From an optimization exercise on the open Yosys and OpenROAD flow, aimed at small area and a short achievable clock period; shortcuts taken in it are not production practice. At most, simulation tests tie the RTL to the original design; equivalence was not proved. Function not checked in run 5: the RTL went through the layout flow alone. Power figures rest on the tool's default switching activity, not on a simulated workload.

--- flow/config.mk ---
export PLATFORM = sky130hd
export DESIGN_NAME = drain_convert
export DESIGN_NICKNAME = drain_convert
export VERILOG_FILES = /design/flow/design.v
export SDC_FILE = /design/flow/constraint.sdc
export NUM_CORES = 4
export LEC_CHECK = 0
export ABC_AREA = 0
export CAP_MARGIN = 20
export CORE_MARGIN = 2
export CORE_UTILIZATION = 55
export CTS_CLUSTER_DIAMETER = 150
export CTS_CLUSTER_SIZE = 25
export PLACE_DENSITY = 0.7
export SLEW_MARGIN = 60
--- flow/constraint.sdc ---
create_clock -name core_clock -period 20.0 [get_ports {clk}]
set_input_delay 4.0000 -clock core_clock [delete_from_list [all_inputs] [get_ports {clk}]]
set_output_delay 4.0000 -clock core_clock [all_outputs]
set_load 0.01 [all_outputs]
--- flow/design.v ---
module dc_i2f_norm (
    input  wire [31:0] a,
    output reg  [31:0] f,
    output reg         rb,
    output reg         st
);
    reg        s;
    reg [31:0] lo;             
    reg [31:0] mag, n;
    reg [7:0]  z4;             
    reg [15:0] l4;             
    reg [3:0]  z8;
    reg [11:0] l8;
    reg [1:0]  z16;
    reg [7:0]  l16;
    reg [4:0]  lz;
    reg [7:0]  e;
    integer    i, k;
    always @* begin
        s = a[31];
        lo = a;
        for (k = 0; k < 5; k = k + 1)
            for (i = 0; i < 32; i = i + 1)
                if ((i >> k) & 1)
                    lo[i] = lo[i] | lo[((i >> k) << k) - 1];
        mag[0] = a[0];
        for (i = 1; i < 32; i = i + 1)
            mag[i] = a[i] ^ (s & lo[i-1]);
        for (k = 0; k < 8; k = k + 1) begin
            z4[k]       = mag[4*k +: 4] == 4'd0;
            l4[2*k+1]   = !mag[4*k+3] && !mag[4*k+2];
            l4[2*k]     = !mag[4*k+3] && (mag[4*k+2] || !mag[4*k+1]);
        end
        for (k = 0; k < 4; k = k + 1) begin
            z8[k]        = z4[2*k+1] && z4[2*k];
            l8[3*k +: 3] = z4[2*k+1] ? {1'b1, l4[4*k +: 2]} : {1'b0, l4[4*k+2 +: 2]};
        end
        for (k = 0; k < 2; k = k + 1) begin
            z16[k]       = z8[2*k+1] && z8[2*k];
            l16[4*k +: 4] = z8[2*k+1] ? {1'b1, l8[6*k +: 3]} : {1'b0, l8[6*k+3 +: 3]};
        end
        lz = z16[1] ? {1'b1, l16[3:0]} : {1'b0, l16[7:4]};
        n = mag;
        if (lz[4]) n = n << 16;
        if (lz[3]) n = n << 8;
        if (lz[2]) n = n << 4;
        if (lz[1]) n = n << 2;
        if (lz[0]) n = n << 1;
        rb = 1'b0;
        st = 1'b0;
        for (k = 0; k < 8; k = k + 1) begin
            rb = rb | ((lz == k) & mag[7 - k]);
            if (k < 7) st = st | ((lz == k) & lo[6 - k]);
        end
        e = (z16[1] && z16[0]) ? 8'd0 : 8'd158 - {3'd0, lz};
        f = {s, e, n[30:8]};
    end
endmodule
module dc_i2f_round (
    input  wire [31:0] f,
    input  wire        rb,
    input  wire        st,
    output reg  [24:0] sig,
    output reg  [31:0] v
);
    reg        inc, hid;
    reg [23:0] al;             
    integer    i, k;
    always @* begin
        hid = f[30:23] != 8'd0;
        inc = rb & (st | f[0]);
        al  = {hid, f[22:0]};
        for (k = 0; k < 5; k = k + 1)
            for (i = 0; i < 24; i = i + 1)
                if ((i >> k) & 1)
                    al[i] = al[i] & al[((i >> k) << k) - 1];
        sig[0] = f[0] ^ inc;
        for (i = 1; i < 23; i = i + 1)
            sig[i] = f[i] ^ (inc & al[i-1]);
        sig[23] = hid ^ (inc & al[22]);
        sig[24] = inc & al[23];
        v = {f[31], f[30:23] + {7'd0, sig[24]}, sig[22:0]};
    end
endmodule
module dc_encode (
    input  wire [31:0] w,
    input  wire [2:0]  fmt,
    input  wire        x,
    output reg  [31:0] data,
    output reg         sat,
    output reg         nan
);
    localparam [2:0] T_G4 = 3'd0, T_I8 = 3'd1, T_F8E4 = 3'd2, T_F8E5 = 3'd3,
                     T_BF16 = 3'd4, T_FP16 = 3'd5, T_I32 = 3'd6, T_FP32 = 3'd7;
    reg  [11:0] kept;
    reg  [11:0] al;
    reg         rb, st, s, ov1, ov2, e4m, is_nan, is_inf, inc;
    reg  [7:0]  eb, ef;
    reg  [11:0] r;
    reg  [1:0]  c;
    reg         over;
    reg  [7:0]  i8;
    reg  [15:0] fcode, maxc, infc;
    integer     i, k;
    always @* begin
        kept   = w[11:0];
        rb     = w[12];
        st     = w[13];
        s      = w[14];
        eb     = w[22:15];
        ov1    = w[23];
        ov2    = w[24];
        e4m    = w[25];
        is_nan = w[26];
        is_inf = w[27];
        inc = rb & (st | kept[0]);
        al  = kept;
        for (k = 0; k < 4; k = k + 1)
            for (i = 0; i < 12; i = i + 1)
                if ((i >> k) & 1)
                    al[i] = al[i] & al[((i >> k) << k) - 1];
        r[0] = kept[0] ^ inc;
        for (i = 1; i < 12; i = i + 1)
            r[i] = kept[i] ^ (inc & al[i-1]);
        case (fmt)
            T_F8E4:  c = r[4:3];
            T_F8E5:  c = r[3:2];
            T_BF16:  c = r[8:7];
            default: c = r[11:10];
        endcase
        ef   = eb + {6'd0, c};
        over = ov1 || (ov2 && c[1]) || (e4m && r[2:0] == 3'd7);
        case (fmt)
            T_F8E4:  begin fcode = {8'd0, s, ef[3:0], r[2:0]};  maxc = {8'd0, s, 7'h7E}; infc = 16'h007F; end
            T_F8E5:  begin fcode = {8'd0, s, ef[4:0], r[1:0]};  maxc = {8'd0, s, 7'h7B}; infc = {8'd0, s, 7'h7C}; end
            T_BF16:  begin fcode = {s, ef[7:0], r[6:0]};        maxc = {s, 15'h7F7F}; infc = {s, 15'h7F80}; end
            default: begin fcode = {s, ef[4:0], r[9:0]};        maxc = {s, 15'h7BFF}; infc = {s, 15'h7C00}; end
        endcase
        i8 = s ? (8'd0 - r[7:0]) : r[7:0];
        data = 32'd0;
        sat  = 1'b0;
        nan  = 1'b0;
        case (fmt)
            T_G4: begin
                data = {28'd0, w[3:0]};       
                sat  = w[4];
                nan  = w[5];
            end
            T_I8: begin
                if (is_nan) nan = 1'b1;
                else if (ov1 || r[8] || (r[7] && (!s || r[6:0] != 7'd0))) begin
                    data = s ? 32'h80 : 32'h7F;
                    sat  = 1'b1;
                end else
                    data = {24'd0, i8};
            end
            T_I32: data = w;
            T_FP32: begin
                data = w;
                nan  = x;
            end
            default: begin
                if (is_nan) begin
                    nan = 1'b1;
                    case (fmt)
                        T_F8E4:  data = 32'h7F;
                        T_F8E5:  data = 32'h7E;
                        T_BF16:  data = 32'h7FC0;
                        default: data = 32'h7E00;
                    endcase
                end else if (is_inf || over) begin
                    sat  = x || !is_inf;
                    data = {16'd0, x ? maxc : infc};
                end else
                    data = {16'd0, fcode};
            end
        endcase
    end
endmodule
module dc_align (
    input  wire [31:0] v,
    input  wire [24:0] vsig,
    input  wire [2:0]  fmt,
    output reg  [31:0] w
);
    localparam [2:0] T_I8 = 3'd1, T_F8E4 = 3'd2, T_F8E5 = 3'd3, T_BF16 = 3'd4;
    reg         s, hid, is_nan, is_inf;
    reg  [7:0]  ex, ex1, eb;
    reg  [24:0] sig, t, pre;
    reg  [3:0]  sh;
    reg         sub, ov1, ov2, e4m;
    integer     i, k;
    always @* begin
        s      = v[31];
        ex     = v[30:23];
        hid    = ex != 8'd0;
        sig    = vsig;
        ex1    = {ex[7:1], ex[0] | !hid};
        is_nan = (ex == 8'hFF) && (v[22:0] != 23'd0);
        is_inf = (ex == 8'hFF) && (v[22:0] == 23'd0);
        case (fmt)
            T_I8:    sh = (ex1 >= 8'd134) ? 4'd3 : (ex1 <= 8'd125) ? 4'd12 : 4'd9 - ex1[3:0];    
            T_F8E4:  sh = (ex1 >= 8'd121) ? 4'd7 : (ex1 <= 8'd116) ? 4'd12 : 4'd0 - ex1[3:0];    
            T_F8E5:  sh = (ex1 >= 8'd113) ? 4'd8 : (ex1 <= 8'd109) ? 4'd12 : 4'd9 - ex1[3:0];    
            T_BF16:  sh = 4'd3;
            default: sh = (ex1 >= 8'd113) ? 4'd0 : (ex1 <= 8'd101) ? 4'd12 : 4'd1 - ex1[3:0];    
        endcase
        t = sig >> sh;
        pre = sig;
        for (k = 0; k < 5; k = k + 1)
            for (i = 0; i < 25; i = i + 1)
                if ((i >> k) & 1)
                    pre[i] = pre[i] | pre[((i >> k) << k) - 1];
        case (fmt)
            T_F8E4:  begin sub = ex1 < 8'd121; eb = ex1 + 8'd7;  end
            T_BF16:  begin sub = 1'b0;         eb = ex1 - 8'd1;  end
            default: begin sub = ex1 < 8'd113; eb = ex1 + 8'd15; end
        endcase
        if (sub) eb = 8'd0;
        e4m = 1'b0;
        case (fmt)
            T_I8:    begin ov1 = ex1 >= 8'd135; ov2 = 1'b0; end
            T_F8E4:  begin ov1 = ex1 >= 8'd136; ov2 = ex1 >= 8'd135; e4m = ex1 == 8'd135; end
            T_BF16:  begin ov1 = 1'b0;          ov2 = ex1 == 8'd254; end
            default: begin ov1 = ex1 >= 8'd143; ov2 = ex1 >= 8'd142; end
        endcase
        w = {4'd0, is_inf, is_nan, e4m, ov2, ov1, eb, s, pre[5'd11 + {1'b0, sh}], t[12], t[24:13]};
    end
endmodule
module dc_g4_find (
    input  wire [31:0]  acc,
    input  wire         acc_int,
    input  wire         mask,
    input  wire [127:0] cb,
    output reg  [31:0]  w,
    output reg          below,
    output reg          hi_sat,
    output reg          nan
);
    function ge9;
        input [8:0] a, b;
        reg   [8:0] x, z, g, p;
        reg   [4:0] g1, p1;
        reg   [2:0] g2, p2;
        begin
            x = {~a[8], a[7:0]};
            z = {b[8], ~b[7:0]};
            g = x & z;
            p = x | z;
            g1[0] = g[0] | p[0];                    
            g1[1] = g[2] | (p[2] & g[1]);  p1[1] = p[2] & p[1];
            g1[2] = g[4] | (p[4] & g[3]);  p1[2] = p[4] & p[3];
            g1[3] = g[6] | (p[6] & g[5]);  p1[3] = p[6] & p[5];
            g1[4] = g[8] | (p[8] & g[7]);  p1[4] = p[8] & p[7];
            g2[0] = g1[1] | (p1[1] & g1[0]);
            g2[1] = g1[3] | (p1[3] & g1[2]);  p2[1] = p1[3] & p1[2];
            g2[2] = g1[4];                    p2[2] = p1[4];
            ge9 = g2[2] | (p2[2] & (g2[1] | (p2[1] & g2[0])));
        end
    endfunction
    reg               s;
    reg  [7:0]        ex;
    reg  [23:0]       sig;
    reg  [23:0]       pre;     
    reg               sel;
    reg  [9:0]        u;       
    reg  [10:0]       yy;      
    reg               neg;
    reg  [8:0]        yq;      
    reg               big;
    reg               kill;
    reg  [15:0]       d;       
    reg  [14:0]       h;       
    reg  [7:0]        elo, ehi;
    reg               hi_eq;
    reg  [3:0]        j;
    integer           i, c, k;
    always @* begin
        s   = acc[31];
        ex  = acc[30:23];
        sig = {ex != 8'd0, acc[22:0]};
        nan = !acc_int && (ex == 8'hFF) && (acc[22:0] != 23'd0) && !mask;
        kill = mask || nan;
        big = (ex >= 8'd135);
        pre = sig;
        for (k = 0; k < 5; k = k + 1)
            for (i = 0; i < 24; i = i + 1)
                if ((i >> k) & 1)
                    pre[i] = pre[i] | pre[((i >> k) << k) - 1];
        u = {9'd0, pre[23]};
        for (c = 123; c <= 134; c = c + 1) begin
            sel = (ex == c);
            for (i = 0; i < 9; i = i + 1)
                if (i + 149 - c < 24)
                    u[i+1] = u[i+1] | (sel & sig[i + 149 - c]);
            u[0] = (u[0] & !sel) | (sel & pre[(148 - c > 23) ? 23 : 148 - c]);
        end
        if (big) u = 10'h3FF;
        if (acc_int) begin
            neg = 1'b0;
            if (acc[31:8] == {24{acc[31]}}) begin
                yy = {acc[8:0], 2'b00};
                yq = acc[8:0];
            end else begin
                yy = {acc[31], {10{~acc[31]}}};
                yq = {acc[31], {8{~acc[31]}}};
            end
        end else begin
            neg = s;
            yy  = {1'b0, u};
            yq  = {s, u[9:2] ^ {8{s}}};
        end
        if (kill) begin
            neg = 1'b0;
            yy  = 11'd0;
            yq  = 9'd0;
        end
        for (c = 0; c < 16; c = c + 1)
            d[c] = ge9(yq, {cb[8*c+7], cb[8*c +: 8]});
        for (c = 0; c < 15; c = c + 1)
            h[c] = d[c] & !d[c+1];
        below = !d[0];
        elo = {8{below}} & cb[7:0];
        ehi = 8'd0;
        for (c = 0; c < 15; c = c + 1) begin
            elo = elo | ({8{h[c]}} & cb[8*c +: 8]);
            ehi = ehi | ({8{h[c]}} & cb[8*c+8 +: 8]);
        end
        j[3] = d[8];
        j[2] = (d[4] & !d[8]) | d[12];
        j[1] = (d[2] & !d[4]) | (d[6] & !d[8]) | (d[10] & !d[12]) | d[14];
        j[0] = (d[1] & !d[2]) | (d[3] & !d[4]) | (d[5] & !d[6]) | (d[7] & !d[8]) |
               (d[9] & !d[10]) | (d[11] & !d[12]) | (d[13] & !d[14]) | d[15];
        hi_eq  = (yq == {cb[127], cb[127:120]}) && (yy[1:0] == 2'b00);
        hi_sat = !kill && d[15] && !hi_eq;
        w = {neg, j, ehi, elo, yy};
    end
endmodule
module dc_g4_pick (
    input  wire [31:0] w,
    input  wire        below,
    input  wire        hi_sat,
    output reg  [3:0]  code,
    output reg         sat
);
    function cout11;
        input [10:0] x, z;
        input        cin;
        reg   [10:0] g, p;
        reg   [5:0]  gg;
        begin
            g = x & z;
            p = x | z;
            gg[0] = g[0] | (p[0] & cin);
            gg[1] = g[2] | (p[2] & g[1]);
            gg[2] = g[4] | (p[4] & g[3]);
            gg[3] = g[6] | (p[6] & g[5]);
            gg[4] = g[8] | (p[8] & g[7]);
            gg[5] = g[10] | (p[10] & g[9]);
            cout11 = gg[5] | (p[10] & p[9] & (gg[4] | (p[8] & p[7] & (gg[3] | (p[6] & p[5] &
                     (gg[2] | (p[4] & p[3] & (gg[1] | (p[2] & p[1] & gg[0])))))))));
        end
    endfunction
    reg  [11:0] a0, b0, c0, sm, cr;
    reg  [10:0] yy, y, lo;
    reg  [7:0]  elo, ehi;
    reg  [3:0]  j;
    reg         neg, sv, up, lo_end;
    integer     i, k;
    always @* begin
        yy  = w[10:0];
        elo = w[18:11];
        ehi = w[26:19];
        j   = w[30:27];
        neg = w[31];
        sv  = neg | yy[10];
        lo = yy;
        for (k = 0; k < 4; k = k + 1)
            for (i = 0; i < 11; i = i + 1)
                if ((i >> k) & 1)
                    lo[i] = lo[i] | lo[((i >> k) << k) - 1];
        y[0] = yy[0];
        for (i = 1; i < 11; i = i + 1)
            y[i] = yy[i] ^ (neg & lo[i-1]);
        a0 = {y[10], y};
        b0 = {{3{~elo[7]}}, ~elo, 1'b1};
        c0 = {{3{~ehi[7]}}, ~ehi, 1'b1};
        sm = a0 ^ b0 ^ c0;
        cr = {(a0[10:0] & b0[10:0]) | (a0[10:0] & c0[10:0]) | (b0[10:0] & c0[10:0]), 1'b1};
        up = !(sm[11] ^ cr[11] ^ cout11(sm[10:0], cr[10:0], sv));
        lo_end = $signed(y) < $signed({elo[7], elo, 2'b00});
        if (below) begin
            code = 4'd0;
            sat  = lo_end;
        end else begin
            code = (up && j != 4'd15) ? j + 4'd1 : j;
            sat  = hi_sat;
        end
    end
endmodule
module drain_convert (
    input  wire         clk,
    input  wire         rst,
    input  wire         in_valid,
    input  wire [31:0]  in_acc,
    input  wire         in_acc_int,
    input  wire [3:0]   in_ofmt,
    input  wire         in_sat,
    input  wire         in_mask,
    input  wire [127:0] in_cb,
    output reg          out_valid,
    output reg  [31:0]  out_data,
    output reg          out_sat,
    output reg          out_nan
);
    localparam [2:0] T_G4 = 3'd0, T_I32 = 3'd6, T_FP32 = 3'd7;
    reg         r_valid;
    reg [31:0]  r_acc;
    reg         r_acc_int;
    reg [2:0]   r_ofmt;
    reg         r_sat;
    reg         r_mask;
    reg [127:0] r_cb;
    always @(posedge clk) begin
        if (rst) r_valid <= 1'b0;
        else     r_valid <= in_valid;
        r_acc     <= in_acc;
        r_acc_int <= in_acc_int;
        r_ofmt    <= in_ofmt[2:0];
        r_sat     <= in_sat;
        r_mask    <= in_mask;
        r_cb      <= in_cb;
    end
    wire [31:0] nrm_w, g4_w;
    wire        nrm_rb, nrm_st;
    wire        g4_below, g4_hsat, g4_nan;
    dc_i2f_norm u_nrm (.a(r_acc), .f(nrm_w), .rb(nrm_rb), .st(nrm_st));
    dc_g4_find  u_g4f (.acc(r_acc), .acc_int(r_acc_int), .mask(r_mask), .cb(r_cb),
                       .w(g4_w), .below(g4_below), .hi_sat(g4_hsat), .nan(g4_nan));
    reg [31:0] c1_w;
    reg [2:0]  c1_fmt;
    reg        c1_x, c1_i, c1_rb, c1_st;
    always @* begin
        c1_fmt = r_ofmt;
        c1_x   = r_sat;
        c1_i   = 1'b0;
        c1_rb  = 1'b0;
        c1_st  = 1'b0;
        if (r_ofmt == T_G4) begin
            c1_w  = g4_w;
            c1_x  = g4_hsat;
            c1_i  = g4_nan;
            c1_rb = g4_below;
        end else if (r_mask) begin
            c1_w   = 32'd0;              
            c1_fmt = T_I32;
        end else if (r_acc_int && r_ofmt != T_I32) begin
            c1_w  = nrm_w;
            c1_rb = nrm_rb;
            c1_st = nrm_st;
        end else
            c1_w = r_acc;
    end
    reg         p_valid;
    reg [31:0]  p_w;
    reg [2:0]   p_fmt;
    reg         p_x;       
    reg         p_i;       
    reg         p_rb;      
    reg         p_st;
    always @(posedge clk) begin
        if (rst) p_valid <= 1'b0;
        else     p_valid <= r_valid;
        p_w   <= c1_w;
        p_fmt <= c1_fmt;
        p_x   <= c1_x;
        p_i   <= c1_i;
        p_rb  <= c1_rb;
        p_st  <= c1_st;
    end
    wire [31:0] v, aln_w;
    wire [3:0]  g4_code;
    wire        g4_sat;
    wire        v_nan = (p_w[30:23] == 8'hFF) && (p_w[22:0] != 23'd0);
    wire [24:0] vsig;
    dc_i2f_round u_rnd (.f(p_w), .rb(p_rb), .st(p_st), .sig(vsig), .v(v));
    dc_g4_pick   u_g4p (.w(p_w), .below(p_rb), .hi_sat(p_x), .code(g4_code), .sat(g4_sat));
    dc_align     u_aln (.v(p_w), .vsig(vsig), .fmt(p_fmt), .w(aln_w));
    reg [31:0] c2_w;
    reg        c2_x;
    always @* begin
        c2_x = p_x;
        c2_w = v;
        if (p_fmt == T_FP32) begin
            c2_x = v_nan;
            if (v_nan) c2_w = 32'h7FC0_0000;
        end
        if (p_fmt != T_FP32 && p_fmt != T_I32)
            c2_w = aln_w;
        if (p_fmt == T_G4)
            c2_w[5:0] = {p_i, g4_sat, g4_code};
    end
    reg         m_valid;
    reg [31:0]  m_w;
    reg [2:0]   m_fmt;
    reg         m_x;
    always @(posedge clk) begin
        if (rst) m_valid <= 1'b0;
        else     m_valid <= p_valid;
        m_w   <= c2_w;
        m_fmt <= p_fmt;
        m_x   <= c2_x;
    end
    wire [31:0] c_data;
    wire        c_osat, c_onan;
    dc_encode u_enc (.w(m_w), .fmt(m_fmt), .x(m_x),
                     .data(c_data), .sat(c_osat), .nan(c_onan));
    always @(posedge clk) begin
        if (rst) out_valid <= 1'b0;
        else     out_valid <= m_valid;
        out_data <= c_data;
        out_sat  <= c_osat;
        out_nan  <= c_onan;
    end
endmodule
--- flow/flow/run.sh ---
#!/bin/bash
# The standard layout, with each port buffered by the smallest buffer cell
# instead of the default choice.
set -euo pipefail
export BUFFER_PORTS_ARGS="-buffer_cell sky130_fd_sc_hd__buf_1"
bash standard.sh finish > standard_flow.log 2>&1
--- flow/standard.sh ---
#!/bin/bash
# synth_recipe.tcl (not shown) runs the flow's synth.tcl, then flattens the netlist and writes it again
# the make line also repeats each setting of config.mk as NAME=value (left out here)
make -C /OpenROAD-flow-scripts/flow DESIGN_CONFIG=/design/flow/config.mk WORK_HOME=/design/flow/orfs CLKGATE_MAP_FILE= SYNTH_SCRIPT=/design/flow/synth_recipe.tcl "${@:-finish}"
==> metrics.md, run 1 <==
| Metric | Value |
|---|---|
| First-pass GRT wire length | 121400 um |
| CTS-repair resized insts | 0 |
| I/O Buffers | 203 |
| Synth Area in Adders | 4.226% |
| DR vias/cell | 7.073 |
| Synth cell count leaders | dfxtp_1, nand2_1, nor2_1 |
| Core area | 36520 sq um |
| Die footprint | 38480 sq um |
| Count of different cell masters after synthesis | 102 |
| CP Class | reg2reg |
| Max Slew Vio Count | 0 |
| Ys Warns | 7 |
| Largest net degree at the start of global routing | 51 |
| Horiz. Die Dim | 196.2 um |
| Clock Root Buffer | clkbuf_16 |
| WL met2 | 35040 um |
| Number of buffers added for setup after CTS | 0 |
| Area leader, netlist | dfxtp_1 |
| Arr. time, crit path | 6.95 ns |
| Hold buffers post-CTS | 0 |
| CTS tree | yes |
| Gpl congestion | 1.069 |
| Most frequent cell after synthesis | dfxtp_1 |
| Min-Delay Path Class | reg2reg |
| GRT Total Usage | 40.82% |
| Sink Count | 279 |
| Initial antenna violation count | 3 |
| WL met3 | 10520 um |
| DP Wirelength | 62160 um |
| Placed cell area | 21520 sq um |
| Vias in the first global route | 20517 |
| Syn Area/Cell | 7.662 sq um |
| Routed WL | 81480 um |
| Design Power | 1.639 mW |
| Fraction of layout cells with a size suffix above 1 | 8.458% |
| Initial DRC count | 3572 |
| WP data required | 20.34 ns |
| Reg-to-reg startpoint | r_acc[31] |
| Via total after detailed routing | 22625 |
| Final layout net count | 2959 |
| Layout Cells excl Fill | 3199 |
| Post-Synth Simple-Gate Area | 22.81% |
| Clock-pin slew on the worst setup and hold paths | 0.09 ns |
| Critical Path Start | r_acc[31] |
| Mux cell area share after synthesis | 4.386% |
| CP Capture Type | flop |
| Worst-path maximum fanout | 50 |
| Remaining antenna violation count after routing | 0 |
| Drt pass-1 iters | 6 |
| DRC errors left | 0 |
| Main combinational cell family by area after synthesis | compound AO/OA/AOI/OAI gates |
| Max Cap Violations | 0 |
| Pre-CTS setup slack | 13.53 ns |
| Site Rows | 70 |
| Die Ht | 196.2 um |
| Post-synth EDFFs | 0 |
| Crit start category | flop |
| Final hold slack | 0.4329 ns |
| Clock period minus worst slack | 6.614 ns |
| Worst slew margin | 59.85% |
| Top sig layer | met5 |
| ANT cells | 0 |
| Top post-synthesis cells by area | dfxtp_1, nand2_1, a21oi_1 |
| PD cells | 74.24 nW/um^2 |
| Xor/xnor share of the synthesized area | 4.873% |
| Drt wl/cell | 25.47 um |
| Sequential-to-total area share from yosys stat | 27.50% |
| Cts bufs inserted | 15 |
| CTS HTree Levels | 1 |
| Post-synth top flop | dfxtp_1 |
| RSZ-0062 raised after global routing | false |
| Slew @ Worst Pin | 0.5960 ns |
| Final setup viols | 0 |
| Fin area | 22070 sq um |
| CTS max path bufs | 3 |
| Outcome | complete, no violations |
| Leak pwr | 8.129 nW |
| Grt ovf | 0 |
| Final core occ | 60.44% |
| Maximum VDD drop | 0.08223 mV |
| Final Hold Viols | 0 |
| Post-synth top area share | 27.50% |
| Later-pin clock latency in the skew report | 0.54 ns |
| Synth Area in Compound Gates | 30.22% |
| Hold Crit Start | m_w[31] |
| I/O pin count | 205 |
| Final WS setup | 13.39 ns |
| Layout Skew | 0.03484 ns |
| Final setup TNS | 0 ns |
| FMAX | 151.2 MHz |
| Synthesized Nets | 2879 |
| Placed Cells incl. Taps | 3177 |
| Starting density of the core | 55.61% |
| Fillers | 3393 |
| Flops & latches, synth | 279 |
| Mapped Cells | 2651 |
| Asr flop ratio synth | 0% |
| Tcrit/Tclk final | 33.07% |
| Metal-1 WL | 30770 um |
| Area delta synth->final | 8.686% |
| Synth Cell Area | 20310 sq um |
-- layer usage --
metal  GRT usage, %  vias up
li1               -    10055
met1          52.81    10436
met2          63.23     1759
met3          10.35      369
met4          20.45        6
met5              0        -
-- critical path: stages (launching register included) --
cell,delay [ns]
dfxtp_1,0.31
buf_4,0.43
inv_2,0.38
or3_1,0.49
a222oi_1,0.34
buf_4,0.29
a221o_1,0.47
nand2_2,0.35
inv_1,0.38
buf_4,0.31
a211oi_2,0.12
or4b_1,0.18
o211ai_1,0.20
clkbuf_1,0.20
o21a_2,0.29
a22oi_1,0.37
nand4_1,0.14
a211o_1,0.33
a2111oi_2,0.52
a31oi_1,0.28
-- area by class of cell --
| cell class | instances | area, sq um | share of cell area, % |
|---|---|---|---|
| Clock buffer | 15 | 375.4 | 1.700 |
| Clock inverter | 2 | 25.02 | 0.1134 |
| Inverter | 103 | 386.6 | 1.751 |
| Multi-Input combinational cell | 2068 | 13890 | 62.93 |
| Sequential cell | 279 | 5613 | 25.43 |
| Tap cell | 468 | 585.6 | 2.653 |
| Timing Repair Buffer | 264 | 1199 | 5.430 |
-- placed cells by master, fill, tap and decap left out, types with 18 or more instances in the layout --
master    count
o31ai_1      19
mux2_2       19
a221oi_1     22
or3_1        25
nand2_1     258
a21oi_1     178
o21ai_0     177
ha_1         45
xor2_1       44
nor2_1      194
inv_1        95
dfxtp_2      22
or2_2        20
nand2b_1     24
a211oi_1     41
nand3_1      71
dfxtp_1     257
nand4_1      44
xnor2_1      63
a21o_1       18
nor2b_1      21
o22ai_1      40
and2_1       50
a31oi_1      56
a32oi_1      18
buf_4        54
mux2i_1      63
a22oi_1      31
nor3_1       63
o211ai_1     32
and3_1       31
a221o_1      26
nor3b_1      18
buf_1       205
-- worst paths after layout --
check,slack (ns),depth (start not counted),end
hold reg to reg,0.43,1,out_data[31]
setup / recovery,13.39,19,p_w[21]
hold / removal,0.43,1,out_data[31]
setup reg to reg,13.39,19,p_w[21]
-- sequential cells by signal, indices dropped and copies added, names as in the netlist, 3 cells and up --
register  count
m_fmt         3
r_acc        32
out_data     32
r_ofmt        3
p_w          32
r_cb        128
m_w          32
p_fmt         3
-- kinds of logic (layout without fill, tap and decap cells) --
kind of cell             Yosys count  after routing
AO/OA/AOI/OAI                    891            891
XOR/XNOR                         113            113
adder cells (fa/ha/maj)           63             63
buffers and inverters            304            384
flip-flops                       279            279
multiplexers                      85             85
AND/OR/NAND/NOR                  916            916
-- report_power, final --
group	switching, mW	internal [mW]	leakage (nW)	total [mW]
Clock	0.184	0.138	0.196	0.322
Sequential	0.0876	0.609	2.34	0.696
Combinational	0.389	0.232	5.59	0.621
==> run 2: changes to the inputs <==
--- a/flow/config.mk
+++ b/flow/config.mk
@@ -5,11 +5,11 @@
 export SDC_FILE = /design/flow/constraint.sdc
 export NUM_CORES = 4
 export LEC_CHECK = 0
-export ABC_AREA = 0
+export ABC_AREA = 1
 export CAP_MARGIN = 20
 export CORE_MARGIN = 2
 export CORE_UTILIZATION = 55
 export CTS_CLUSTER_DIAMETER = 150
 export CTS_CLUSTER_SIZE = 25
 export PLACE_DENSITY = 0.7
-export SLEW_MARGIN = 60
+export SLEW_MARGIN = 68
==> metrics.md, run 2 <==
| Metric | Value |
|---|---|
| Top post-synthesis cells by area | dfxtp_1, nand2_1, nand3_1 |
| Count of different cell masters after synthesis | 60 |
| Synthesized Nets | 3446 |
| Largest net degree at the start of global routing | 43 |
| Sequential-to-total area share from yosys stat | 27.93% |
| Combinational share of power | 38.8% |
| Area of the multi-input gates | 12610 sq um |
| Slew @ Worst Pin | 0.5016 ns |
| Min-Delay Path Class | reg2reg |
| Clk pwr share | 20.0% |
| Synth Area in Adders | 4.042% |
| Mapped Cells | 3218 |
| Asr flop ratio synth | 0% |
| DR vias/cell | 6.079 |
| Maximum VDD drop | 0.08149 mV |
| Layout Skew | 0.02371 ns |
| P_sw | 0.6891 mW |
| Clock period minus worst slack | 5.078 ns |
| Sink Count | 279 |
| CP Capture Type | flop |
| Synth Cell Area | 20000 sq um |
| Register with the most flip-flops | r_cb |
| Gpl congestion | 1.070 |
| Max Cap Violations | 0 |
| Most frequent cells in the layout | nand2_1, nand3_1, inv_1, dfxtp_1, nor2_1 |
| Max reg flops | 128 |
| Hold buffers post-CTS | 0 |
| Design Power | 1.632 mW |
| Horiz. Die Dim | 194.7 um |
| Number of buffers added for setup after CTS | 0 |
| DP Wirelength | 59040 um |
| CTS max path bufs | 3 |
| Area delta synth->final | 7.408% |
| Final hold slack | 0.4105 ns |
| Via total after detailed routing | 23136 |
| Post-synth EDFFs | 0 |
| Post-Synth Simple-Gate Area | 42.70% |
| Reg area | 5595 sq um |
| Tcrit/Tclk final | 25.39% |
| Max Slew Vio Count | 0 |
| Fillers | 3550 |
| Remaining antenna violation count after routing | 0 |
| Syn Area/Cell | 6.214 sq um |
| Final setup TNS | 0 ns |
| Grt ovf | 0 |
| I/O pin count | 205 |
| Starting density of the core | 56.08% |
| Ys Warns | 7 |
| Core area | 35660 sq um |
| WP data required | 20.40 ns |
| Area leader, netlist | dfxtp_1 |
| Routed WL | 75250 um |
| Leak pwr | 10.42 nW |
| Worst-path maximum fanout | 40 |
| Int Power | 0.9433 mW |
| Vias in the first global route | 20772 |
| Die Ht | 194.7 um |
| Most frequent cell after synthesis | nand2_1 |
| Synth Area in Compound Gates | 12.56% |
| Main combinational cell family by area after synthesis | simple AND/OR/NAND/NOR gates |
| Mux cell area share after synthesis | 0% |
| Initial DRC count | 2691 |
| I/O Buffers | 203 |
| Clock-pin slew on the worst setup and hold paths | 0.09 ns |
| Cts bufs inserted | 15 |
| Final layout net count | 3569 |
| Post-synth top area share | 27.93% |
| Outcome | complete, no violations |
| Synth cell count leaders | nand2_1, nand3_1, inv_1 |
| RSZ-0062 raised after global routing | false |
| Final Hold Viols | 0 |
| Power share of the sequential group | 41.3% |
| Sw frac | 42.21% |
| Die footprint | 37900 sq um |
| Initial antenna violation count | 1 |
| Fraction of layout cells with a size suffix above 1 | 5.773% |
| First-pass GRT wire length | 114900 um |
| CP Class | reg2reg |
| Final setup viols | 0 |
| Later-pin clock latency in the skew report | 0.54 ns |
| Clock Root Buffer | clkbuf_16 |
| Most common cell after layout, fill and taps aside | nand2_1 |
| Xor/xnor share of the synthesized area | 2.565% |
| CTS HTree Levels | 1 |
| Worst slew margin | 66.21% |
| Flops & latches, synth | 279 |
| CTS-repair resized insts | 0 |
| Post-synth top flop | dfxtp_1 |
| CTS tree | yes |
| DRC errors left | 0 |
| Crit start category | flop |
| Drt wl/cell | 19.77 um |
| Drt pass-1 iters | 9 |
| Arr. time, crit path | 5.48 ns |
| Site Rows | 69 |
| FMAX | 196.9 MHz |
| GRT Total Usage | 38.45% |
| PD cells | 76.00 nW/um^2 |
-- run 2: final timing paths --
path                                start  endpoint  slack (ns)  depth (start not counted)
worst min register to register    p_valid   m_valid        0.41                          2
worst min-delay path              p_valid   m_valid        0.41                          2
worst max register to register  r_acc[31]   p_w[27]       14.92                         25
worst max-delay path            r_acc[31]   p_w[27]       14.92                         25
-- run 2: metrics by stage --
stage               instances  cell area (sq um)  worst slack, ns  utilization (%)
detailed placement       3781              20970            15.08            58.82
global route             3804              21470            14.75            60.22
global placement         3779              20740            14.81            58.16
floorplan                3218              20000            15.67                -
CTS                      3800              21390            14.95            59.98
finish                   3806              21480            14.92            60.24
-- run 2: per-layer routing --
layer / vias up / part of all wire (%) / routed length, um / global-route usage (%)
met5: - / 0 / 0 / 0
met4: 0 / 6.8 / 5097 / 22.05
met3: 300 / 11 / 8172 / 5.778
met2: 1539 / 43 / 32170 / 59.82
met1: 10444 / 40 / 29810 / 50.92
li1: 10853 / - / - / -
-- run 2: power by group through the flow --
stage | clock network [mW] | registers (mW) | logic, mW
3_3_place_gp | 0 | 0.682 | 0.586
4_1_cts | 0.331 | 0.670 | 0.608
6_report | 0.326 | 0.674 | 0.633
2_1_floorplan | 0 | 0.661 | 0.434
3_5_place_dp | 0 | 0.683 | 0.606
5_1_grt | 0.352 | 0.678 | 0.695
-- run 2: kinds of logic after synthesis --
kind of cell               after synthesis
AOI/OAI and AO/OA                      426
DFF                                    279
and+or+nand+nor                       1924
buffers and inverters                  475
xor gates and xnor gates                56
adders and majority gates               58
-- run 2: worst max-delay path: stages, from the launching register on --
cell and delay [ns]:
dfxtp_1 0.31, buf_6 0.20, inv_1 0.08, buf_4 0.27, nand3_1 0.13, o21ai_2 0.38
nand3_2 0.20, nand2_4 0.16, nand3_2 0.27, nand3_4 0.43, inv_1 0.13, ha_1 0.19
o21bai_1 0.15, a21oi_1 0.12, nor2_1 0.05, nor2_1 0.10, o21bai_1 0.09, a21oi_1 0.14
o21bai_1 0.07, a221oi_1 0.28, buf_4 0.25, nand3_1 0.09, nor2_1 0.23, nand3_1 0.12
o21ai_1 0.33, nand2_1 0.11
-- run 2: area by class of cell --
class,count,area share (%)
sequential,279,26.05
multi-input combinational,2464,58.70
antenna,2,0.02330
tap,461,2.686
clock buffer,16,1.765
timing repair buffer,217,4.183
clock inverter,3,0.1573
inverter,364,6.431
==> run 3: changes to the inputs <==
--- a/flow/config.mk
+++ b/flow/config.mk
@@ -10,6 +10,6 @@
 export CORE_MARGIN = 2
 export CORE_UTILIZATION = 55
 export CTS_CLUSTER_DIAMETER = 150
-export CTS_CLUSTER_SIZE = 25
+export CTS_CLUSTER_SIZE = 28
 export PLACE_DENSITY = 0.7
 export SLEW_MARGIN = 68
==> metrics.md, run 3 <==
| Metric | Value |
|---|---|
| Number of buffers added for setup after CTS | 0 |
| Layout Cells excl Fill | 3803 |
| Sink Count | 279 |
| Syn Area/Cell | 6.214 sq um |
| Final hold slack | 0.4108 ns |
| Cts bufs inserted | 13 |
| Initial DRC count | 2747 |
| Via total after detailed routing | 22945 |
| Count of different cell masters after synthesis | 60 |
| Remaining antenna violation count after routing | 0 |
| Grt ovf | 0 |
| DRC errors left | 0 |
| Asr flop ratio synth | 0% |
| Critical path cell sequence | buf_1 |
| Synth Area in Adders | 4.042% |
| Ys Warns | 7 |
| Area delta synth->final | 7.045% |
| Flops & latches, synth | 279 |
| Hold buffers post-CTS | 0 |
| DP Wirelength | 59040 um |
| Crit start category | flop |
| Crit-path leading delay family | flip-flops |
| Post-synth EDFFs | 0 |
| Register with the most flip-flops | r_cb |
| CP peak stage delay | 0.35 ns |
| Worst-path maximum fanout | 1 |
| Outcome | complete, no violations |
| FF-to-FF setup slack | 14.99 ns |
| CTS tree | yes |
| Die footprint | 37900 sq um |
| Placed Cells incl. Taps | 3781 |
| Core area | 35660 sq um |
| I/O pin count | 205 |
| Arr. time, crit path | 1.03 ns |
| Largest net degree at the start of global routing | 43 |
| Max Cap Violations | 0 |
| Slew @ Worst Pin | 0.5446 ns |
| Horiz. Die Dim | 194.7 um |
| Drt wl/cell | 19.76 um |
| Top post-synthesis cells by area | dfxtp_1, nand2_1, nand3_1 |
| Routed WL | 75130 um |
| Maximum VDD drop | 0.08661 mV |
| Design Power | 1.600 mW |
| Max reg flops | 128 |
| Final layout net count | 3567 |
| CTS max path bufs | 3 |
| Most common cell after layout, fill and taps aside | nand2_1 |
| WP data required | 16.00 ns |
| Final Hold Viols | 0 |
| CP max-delay cell | dfxtp_1 |
| Synth Area in Compound Gates | 12.56% |
| Gpl congestion | 1.070 |
| Layout Skew | 0.03956 ns |
| Sequential-to-total area share from yosys stat | 27.93% |
| FMAX | 198.9 MHz |
| Drt pass-1 iters | 9 |
| Final setup viols | 0 |
| Area leader, netlist | dfxtp_1 |
| CTS-repair resized insts | 0 |
| Worst slew margin | 63.31% |
| Tcrit/Tclk final | 25.14% |
| DR vias/cell | 6.033 |
| Initial antenna violation count | 3 |
| Leak pwr | 10.39 nW |
| PD cells | 74.76 nW/um^2 |
| Xor/xnor share of the synthesized area | 2.565% |
| Mux cell area share after synthesis | 0% |
| GRT Total Usage | 38.44% |
| Starting density of the core | 56.08% |
| Synth Cell Area | 20000 sq um |
| CP Class | reg2out |
| Main combinational cell family by area after synthesis | simple AND/OR/NAND/NOR gates |
| Mapped Cells | 3218 |
| Most frequent cells in the layout | nand2_1, nand3_1, inv_1, dfxtp_1, nor2_1 |
| Post-Synth Simple-Gate Area | 42.70% |
| Clock-pin slew on the worst setup and hold paths | 0.10 ns |
| Vias in the first global route | 20680 |
| Clock period minus worst slack | 5.028 ns |
| Buf/Inv on CP | 1 |
| Synth cell count leaders | nand2_1, nand3_1, inv_1 |
| Fraction of layout cells with a size suffix above 1 | 5.659% |
| Max Slew Vio Count | 0 |
| I/O Buffers | 203 |
| Die Ht | 194.7 um |
| Clock Root Buffer | clkbuf_16 |
| RSZ-0062 raised after global routing | false |
| Site Rows | 69 |
| First-pass GRT wire length | 114900 um |
| Final setup TNS | 0 ns |
| Min-Delay Path Class | reg2reg |
| Later-pin clock latency in the skew report | 0.54 ns |
| CTS HTree Levels | 1 |
| Synthesized Nets | 3446 |
| Most frequent cell after synthesis | nand2_1 |
| Post-synth top flop | dfxtp_1 |
| CP Capture Type | primary output |
| Post-synth top area share | 27.93% |
run 3: final cells by class:
cell class | instances | area (sq um)
fill | 3552 | 14250
inverter | 364 | 1381
timing repair buffer | 217 | 898.4
sequential | 279 | 5595
clock inverter | 1 | 8.758
multi-input combinational | 2464 | 12610
clock buffer | 15 | 332.8
antenna | 2 | 5.005
tap | 461 | 576.8
run 3: through the flow:
step           instance area, sq um  setup WS, ns  util [%]
3_3_place_gp                  20740         14.81     58.16
5_1_grt                       21400         14.75     60.02
2_1_floorplan                 20000         15.67         -
6_report                      21410         14.97     60.03
4_1_cts                       21320         14.96     59.78
3_5_place_dp                  20970         15.08     58.82
run 3: routing by layer:
| layer | part of all wire (%) | routed length (um) | track usage, % | up-vias |
|---|---|---|---|---|
| met5 | 0.015 | 11 | 0 | - |
| met4 | 6.8 | 5128 | 21.71 | 2 |
| met3 | 11 | 8169 | 6.195 | 310 |
| met2 | 43 | 32240 | 60.00 | 1497 |
| met1 | 39 | 29580 | 50.60 | 10302 |
| li1 | - | - | - | 10834 |
run 3: power breakdown:
| group | total (mW) | switching [mW] | leakage, nW | internal [mW] |
|---|---|---|---|---|
| clock network | 0.294 | 0.174 | 0.167 | 0.121 |
| registers | 0.674 | 0.0646 | 2.34 | 0.609 |
| logic | 0.632 | 0.438 | 7.88 | 0.194 |
| total | 1.60 | 0.676 | 10.4 | 0.924 |
run 3: worst paths after layout:
check             depth (start not counted)           end          from
setup / recovery                          1  out_data[30]  out_data[30]
hold / removal                            2       m_valid       p_valid
setup reg to reg                         25       p_w[27]     r_acc[31]
hold reg to reg                           2       m_valid       p_valid
run 3: cell families (layout without fill, tap and decap cells):
| family | Yosys count | count (layout) |
|---|---|---|
| simple gates | 1924 | 1924 |
| flops | 279 | 279 |
| xor+xnor | 56 | 56 |
| compound gates | 426 | 426 |
| other cells | 0 | 2 |
| buf+inv | 475 | 597 |
| fa+ha+maj | 58 | 58 |
==> run 4: changes to the inputs <==
--- a/flow/config.mk
+++ b/flow/config.mk
@@ -8,8 +8,8 @@
 export ABC_AREA = 1
 export CAP_MARGIN = 20
 export CORE_MARGIN = 2
-export CORE_UTILIZATION = 55
+export CORE_UTILIZATION = 50
 export CTS_CLUSTER_DIAMETER = 150
 export CTS_CLUSTER_SIZE = 28
 export PLACE_DENSITY = 0.7
-export SLEW_MARGIN = 68
+export SLEW_MARGIN = 72
==> metrics.md, run 4 <==
| Metric | Value |
|---|---|
| Outcome | complete, no violations |
| Worst slew margin | 67.44% |
| Number of buffers added for setup after CTS | 0 |
| Final setup TNS | 0 ns |
| DR vias/cell | 5.949 |
| Via total after detailed routing | 23035 |
| Horiz. Die Dim | 204.0 um |
| GRT Total Usage | 36.58% |
| Fraction of layout cells with a size suffix above 1 | 6.424% |
| DRC errors left | 0 |
| Later-pin clock latency in the skew report | 0.53 ns |
| Sequential-to-total area share from yosys stat | 27.93% |
| Grt ovf | 0 |
| Synth cell count leaders | nand2_1, nand3_1, inv_1 |
| Remaining antenna violation count after routing | 0 |
| Vias in the first global route | 20911 |
| Most common cell after layout, fill and taps aside | nand2_1 |
| Final Hold Viols | 0 |
| Hold buffers post-CTS | 0 |
| Critical path cell sequence | buf_1 |
| Max reg flops | 128 |
| Clock period minus worst slack | 5.012 ns |
| Placed Cells incl. Taps | 3855 |
| CP peak stage delay | 0.34 ns |
| Drt wl/cell | 20.18 um |
| CP Capture Type | primary output |
| Post-synth top area share | 27.93% |
| Count of different cell masters after synthesis | 60 |
| RSZ-0062 raised after global routing | false |
| Synthesized Nets | 3446 |
| CTS-repair resized insts | 0 |
| Routed WL | 78120 um |
| Top post-synthesis cells by area | dfxtp_1, nand2_1, nand3_1 |
| Max Slew Vio Count | 0 |
| First-pass GRT wire length | 118600 um |
| Area leader, netlist | dfxtp_1 |
| Largest net degree at the start of global routing | 43 |
| Crit start category | flop |
| CTS HTree Levels | 1 |
| CTS tree | yes |
| Buf/Inv on CP | 1 |
| Register with the most flip-flops | r_cb |
| Tcrit/Tclk final | 25.06% |
| Syn Area/Cell | 6.214 sq um |
| Most frequent cells in the layout | nand2_1, nand3_1, inv_1, dfxtp_1, nor2_1 |
| Slew @ Worst Pin | 0.4833 ns |
| Area delta synth->final | 8.259% |
| Fillers | 4193 |
| Most frequent cell after synthesis | nand2_1 |
| Max Cap Violations | 0 |
| Initial antenna violation count | 0 |
| Worst-path maximum fanout | 1 |
| Crit-path leading delay family | flip-flops |
| Final layout net count | 3575 |
| Site Rows | 73 |
| I/O pin count | 205 |
| Post-synth top flop | dfxtp_1 |
| Die Ht | 204.0 um |
| PD cells | 74.54 nW/um^2 |
| Final setup viols | 0 |
| FMAX | 199.5 MHz |
| Clock-pin slew on the worst setup and hold paths | 0.11 ns |
| CTS max path bufs | 3 |
| Layout Cells excl Fill | 3872 |
| Asr flop ratio synth | 0% |
| Leak pwr | 10.43 nW |
| Clock Root Buffer | clkbuf_16 |
| DP Wirelength | 61770 um |
| Layout Skew | 0.02559 ns |
| Core area | 39640 sq um |
| CP Class | reg2out |
| Starting density of the core | 50.45% |
| Ys Warns | 7 |
| Min-Delay Path Class | reg2reg |
| I/O Buffers | 203 |
| Sink Count | 279 |
| Mapped Cells | 3218 |
| Fin area | 21650 sq um |
| Post-synth EDFFs | 0 |
| CP max-delay cell | dfxtp_1 |
| Placed cell area | 21210 sq um |
| Initial DRC count | 2519 |
| Synth Cell Area | 20000 sq um |
| Maximum VDD drop | 0.08951 mV |
| ANT cells | 0 |
| Flops & latches, synth | 279 |
| Arr. time, crit path | 1.01 ns |
| Gpl congestion | 1.013 |
| Cts bufs inserted | 13 |
| WP data required | 16.00 ns |
| Drt pass-1 iters | 6 |
| Die footprint | 41610 sq um |
run 4: cell counts after synthesis:
No cell type changed its count.
run 4: area by class of cell:
| type | count | area [sq um] | area share, % |
|---|---|---|---|
| Timing Repair Buffer | 225 | 942.2 | 4.352 |
| Inverter | 364 | 1389 | 6.415 |
| Tap cell | 525 | 656.9 | 3.034 |
| Sequential cell | 279 | 5604 | 25.89 |
| Multi-Input combinational cell | 2464 | 12720 | 58.77 |
| Clock buffer | 15 | 332.8 | 1.537 |
run 4: metal layers:
layer	vias to the layer above	global-route usage [%]	share of wire, %
met5	-	0	0
met4	0	17.13	5.1
met3	222	4.735	9.2
met2	1293	59.88	45
met1	10651	47.88	40
li1	10869	-	-
run 4: logic make-up (layout without fill, tap and decap cells):
group	after synthesis	after routing	synth area share [%]
AO/OA/AOI/OAI	426	426	12.56
buffers and inverters	475	604	10.20
AND/OR/NAND/NOR	1924	1924	42.70
adder cells (fa/ha/maj)	58	58	4.042
flip-flops	279	279	27.93
XOR/XNOR	56	56	2.565
run 4: path summary, 6_finish.rpt:
kind | start | endpoint | slack, ns | cells after the start
min reg2reg | m_w[29] | out_data[29] | 0.42 | 2
max | out_data[2] | out_data[2] | 14.99 | 1
min | m_w[29] | out_data[29] | 0.42 | 2
max reg2reg | r_acc[31] | p_w[12] | 15.08 | 24
run 4: worst register-to-register path: stages, from the launching register on:
cell and delay [ns]:
dfxtp_1 0.32, buf_6 0.20, clkinv_2 0.34, nand3_1 0.15
o21ai_2 0.33, nand3_2 0.18, nand2_4 0.15, nand3_2 0.32
nand3_4 0.46, inv_1 0.17, ha_1 0.21, o21bai_1 0.15
a21oi_1 0.13, nor2_1 0.06, nor2_1 0.08, o21bai_1 0.06
a21oi_1 0.14, o21bai_1 0.10, a221oi_1 0.33, nand2_1 0.22
o21ai_0 0.41, nor2_1 0.08, nand4_1 0.11, nand2_1 0.10
nand2_1 0.08
run 4: per-stage QoR:
stage	power (mW)	hold slack (ns)	util (%)	worst slack, ns
after floorplan	1.096	0.3864	-	15.67
after global placement	1.283	0.3931	52.49	14.45
after detailed placement	1.303	0.4033	53.50	15.17
after CTS	1.596	0.4209	54.34	14.96
after global routing	1.712	0.4408	54.61	14.73
final	1.614	0.4167	54.61	14.99
run 4: power breakdown:
part           internal, mW  switching, mW
sequential            0.609         0.0659
clock                 0.120          0.176
combinational         0.197          0.445
==> run 5: changes to the inputs <==
--- a/flow/design.v
+++ b/flow/design.v
@@ -231,6 +231,8 @@
     input  wire [31:0]  acc,
     input  wire         acc_int,
     input  wire         mask,
+    input  wire         fnan,      
+    input  wire         fneg,      
     input  wire [127:0] cb,
     output reg  [31:0]  w,
     output reg          below,
@@ -279,8 +281,8 @@
         s   = acc[31];
         ex  = acc[30:23];
         sig = {ex != 8'd0, acc[22:0]};
-        nan = !acc_int && (ex == 8'hFF) && (acc[22:0] != 23'd0) && !mask;
-        kill = mask || nan;
+        nan  = fnan;
+        kill = mask || fnan;
         big = (ex >= 8'd135);
         pre = sig;
         for (k = 0; k < 5; k = k + 1)
@@ -306,9 +308,9 @@
                 yq = {acc[31], {8{~acc[31]}}};
             end
         end else begin
-            neg = s;
+            neg = fneg;
             yy  = {1'b0, u};
-            yq  = {s, u[9:2] ^ {8{s}}};
+            yq  = {fneg, u[9:2] ^ {8{fneg}}};
         end
         if (kill) begin
             neg = 1'b0;
@@ -420,6 +422,10 @@
     reg [2:0]   r_ofmt;
     reg         r_sat;
     reg         r_mask;
+    reg         r_fnan;    
+    reg         r_fneg;    
+    wire        fnan_in = !in_acc_int && !in_mask && (in_acc[30:23] == 8'hFF) &&
+                          (in_acc[22:0] != 23'd0);
     reg [127:0] r_cb;
     always @(posedge clk) begin
         if (rst) r_valid <= 1'b0;
@@ -429,13 +435,16 @@
         r_ofmt    <= in_ofmt[2:0];
         r_sat     <= in_sat;
         r_mask    <= in_mask;
+        r_fnan    <= fnan_in;
+        r_fneg    <= in_acc[31] && !in_acc_int && !in_mask && !fnan_in;
         r_cb      <= in_cb;
     end
     wire [31:0] nrm_w, g4_w;
     wire        nrm_rb, nrm_st;
     wire        g4_below, g4_hsat, g4_nan;
     dc_i2f_norm u_nrm (.a(r_acc), .f(nrm_w), .rb(nrm_rb), .st(nrm_st));
-    dc_g4_find  u_g4f (.acc(r_acc), .acc_int(r_acc_int), .mask(r_mask), .cb(r_cb),
+    dc_g4_find  u_g4f (.acc(r_acc), .acc_int(r_acc_int), .mask(r_mask),
+                       .fnan(r_fnan), .fneg(r_fneg), .cb(r_cb),
                        .w(g4_w), .below(g4_below), .hi_sat(g4_hsat), .nan(g4_nan));
     reg [31:0] c1_w;
     reg [2:0]  c1_fmt;
--- a/flow/config.mk
+++ b/flow/config.mk
@@ -8,8 +8,8 @@
 export ABC_AREA = 1
 export CAP_MARGIN = 20
 export CORE_MARGIN = 2
-export CORE_UTILIZATION = 50
+export CORE_UTILIZATION = 55
 export CTS_CLUSTER_DIAMETER = 150
-export CTS_CLUSTER_SIZE = 28
+export CTS_CLUSTER_SIZE = 25
 export PLACE_DENSITY = 0.7
-export SLEW_MARGIN = 72
+export SLEW_MARGIN = 68
==> metrics.md, run 5 <==
| Metric | Value |
|---|---|
| GRT Total Usage | 38.26% |
| Fillers | 3519 |
| Tcrit/Tclk final | 25.62% |
| I/O Buffers | 203 |
| Asr flop ratio synth | 0% |
| Flops & latches, synth | 281 |
| Largest net degree at the start of global routing | 44 |
| I/O pin count | 205 |
| Clock Root Buffer | clkbuf_16 |
| Most frequent cell after synthesis | nand2_1 |
| Top post-synthesis cells by area | dfxtp_1, nand2_1, nand3_1 |
| Critical Path Start | r_acc[31] |
| Layout Skew | 0.03012 ns |
| Int Power | 0.9449 mW |
| Via total after detailed routing | 23187 |
| Fraction of layout cells with a size suffix above 1 | 5.373% |
| Later-pin clock latency in the skew report | 0.52 ns |
| CP Class | reg2reg |
| CTS max path bufs | 3 |
| Starting density of the core | 55.87% |
| Sequential-to-total area share from yosys stat | 28.31% |
| Maximum VDD drop | 0.08624 mV |
| Core area | 35570 sq um |
| CTS HTree Levels | 1 |
| Horiz. Die Dim | 194.1 um |
| Crit start category | flop |
| Clk pwr share | 20.0% |
| CP peak stage delay | 0.35 ns |
| Worst-path maximum fanout | 43 |
| Die footprint | 37670 sq um |
| Remaining antenna violation count after routing | 0 |
| Final core occ | 60.47% |
| Hold buffers post-CTS | 0 |
| Design Power | 1.621 mW |
| RSZ-0062 raised after global routing | false |
| P_sw | 0.6763 mW |
| DRC errors left | 0 |
| Site Rows | 69 |
| Mapped Cells | 3253 |
| Initial antenna violation count | 0 |
| Grt ovf | 0 |
| Slew @ Worst Pin | 0.4806 ns |
| Most common cell after layout, fill and taps aside | nand2_1 |
| Final Hold Viols | 0 |
| Ys Warns | 7 |
| Hold Crit Start | m_w[28] |
| CTS tree | yes |
| Clock period minus worst slack | 5.125 ns |
| Die Ht | 194.1 um |
| Routed WL | 75100 um |
| Worst slew margin | 67.85% |
| Max Cap Violations | 0 |
| ANT cells | 0 |
| Area delta synth->final | 8.229% |
| First-pass GRT wire length | 115600 um |
| FMAX | 195.1 MHz |
| Register with the most flip-flops | r_cb |
| Syn Area/Cell | 6.109 sq um |
| Drt wl/cell | 19.52 um |
| Drt pass-1 iters | 8 |
| Most used cell, CP | nand2_1 |
| Power share of the sequential group | 41.6% |
| Area leader, netlist | dfxtp_1 |
| Outcome | complete, no violations |
| Clock-pin slew on the worst setup and hold paths | 0.11 ns |
| Vias in the first global route | 21387 |
| Arr. time, crit path | 5.55 ns |
| Final layout net count | 3614 |
| Synth Cell Area | 19870 sq um |
| Max reg flops | 128 |
| Sink Count | 281 |
| Gpl congestion | 1.065 |
| CP Capture Type | flop |
| CTS-repair resized insts | 0 |
| Combinational share of power | 38.4% |
| DP Wirelength | 59180 um |
| DR vias/cell | 6.026 |
| Min-Delay Path Class | reg2reg |
| Synth cell count leaders | nand2_1, nand3_1, inv_1 |
| Final setup viols | 0 |
| CP max-delay cell | dfxtp_1 |
| Most frequent cells in the layout | nand2_1, nand3_1, inv_1, nor2_1, dfxtp_1 |
| Number of buffers added for setup after CTS | 0 |
| PD cells | 75.37 nW/um^2 |
| FF-to-FF setup slack | 14.88 ns |
| Reg-to-reg startpoint | r_acc[31] |
| Sw frac | 41.72% |
| Cts bufs inserted | 15 |
| Post-synth top area share | 28.31% |
| Final setup TNS | 0 ns |
| Post-synth top flop | dfxtp_1 |
| Synthesized Nets | 3479 |
| Max Slew Vio Count | 0 |
| WP data required | 20.42 ns |
| Leak pwr | 10.40 nW |
| Initial DRC count | 2773 |
| Post-synth EDFFs | 0 |
| Count of different cell masters after synthesis | 63 |
==> run 5: changes by cell type after synthesis, moves of 14 or more <==
cell / change
nand4_1: -35
o211ai_1: -16
o21ai_1: -17
a21oi_1: +22
nand3_1: +103
nand2_1: -31
o21ai_0: -17
nor2_1: +76
inv_1: -14
==> run 5: critical path, delay by kind of cell (launching register included) <==
kind / cells / cell delay (ns)
AND/OR/NAND/NOR: 19 / 2.60
AO/OA/AOI/OAI: 6 / 0.69
buffers and inverters: 5 / 1.18
flip-flops: 1 / 0.35
adder cells (fa/ha/maj): 1 / 0.16
==> run 5: worst paths after layout <==
kind | endpoint | cells past startpoint
min reg2reg | out_data[28] | 2
max | p_w[13] | 31
max reg2reg | p_w[13] | 31
min | out_data[28] | 2
==> run 5: logic make-up after synthesis <==
family | Yosys count | synth area share, %
AND/OR/NAND/NOR | 2021 | 44.45
XOR/XNOR | 52 | 2.443
flip-flops | 281 | 28.31
buffers and inverters | 450 | 9.475
AO/OA/AOI/OAI | 393 | 11.38
adder cells (fa/ha/maj) | 56 | 3.941
==> run 5: through the flow <==
step / worst slack (ns) / hold slack (ns) / cells / area [sq um]
after floorplan: 15.15 / 0.3759 / 3253 / 19870
after global placement: 14.79 / 0.3920 / 3822 / 20730
after detailed placement: 14.85 / 0.4016 / 3827 / 21000
after CTS: 14.93 / 0.4287 / 3843 / 21400
after global routing: 14.54 / 0.4365 / 3848 / 21510
final: 14.88 / 0.4226 / 3848 / 21510
==> run 5: layer usage <==
layer  global-route usage (%)  vias to the layer above  wire, um
met3                    6.001                      282      7640
met5                        0                        -         0
met1                    49.49                    10523     29820
met4                    21.44                        0      4591
li1                         -                    10992         -
met2                    60.95                     1390     33050
==> run 5: power by group through the flow <==
stage,logic (mW),clock network [mW],registers [mW]
after floorplan,0.420,0,0.664
after global placement,0.574,0,0.682
after detailed placement,0.599,0,0.684
after CTS,0.603,0.328,0.671
after global routing,0.686,0.346,0.680
final,0.623,0.324,0.674
==> run 5: layout make-up <==
class	count	area [sq um]	area share [%]
multi-input cells	2522	12670	58.89
well taps	461	576.8	2.682
inverters	341	1291	6.003
clock inverters	1	20.02	0.09307
flip-flops and latches	281	5633	26.19
clock buffers	15	375.4	1.745
repair buffers	227	945.9	4.398

re-timing with driven ports:
In the flow no input, the clock included, has a driving cell. The finished layouts below were timed again as built, in two steps.
Step 1 assumes that a clkbuf_16 drives the clock port and a buf_2 every other input.
Step 2 adds t to the input delays and takes it off the output delays; t is the mean of the earliest and latest rising clock arrival at the registers after step 1. Input paths then give back, and output paths get back, about the clock's delay inside the block.
Three values: no drivers, after step 1, after step 2; two values: the first two.
| run | t (ns) | setup WS [ns] | clock arrival spread, ns |
|---|---|---|---|
| run 1 | 0.575 | 13.386 / 13.386 / 13.386 | 0.035 / 0.036 |
| run 2 | 0.575 | 14.922 / 14.919 / 14.922 | 0.024 / 0.024 |
| run 3 | 0.575 | 14.972 / 14.915 / 14.993 | 0.039 / 0.040 |
| run 4 | 0.572 | 14.988 / 14.929 / 15.077 | 0.026 / 0.026 |
| run 5 | 0.559 | 14.875 / 14.875 / 14.838 | 0.031 / 0.031 |
After both steps setup and hold are still met in every run listed. For run 5, which loses most, drivers alone change the setup slack by 0.000 ns; drivers and shift together by -0.037 ns.
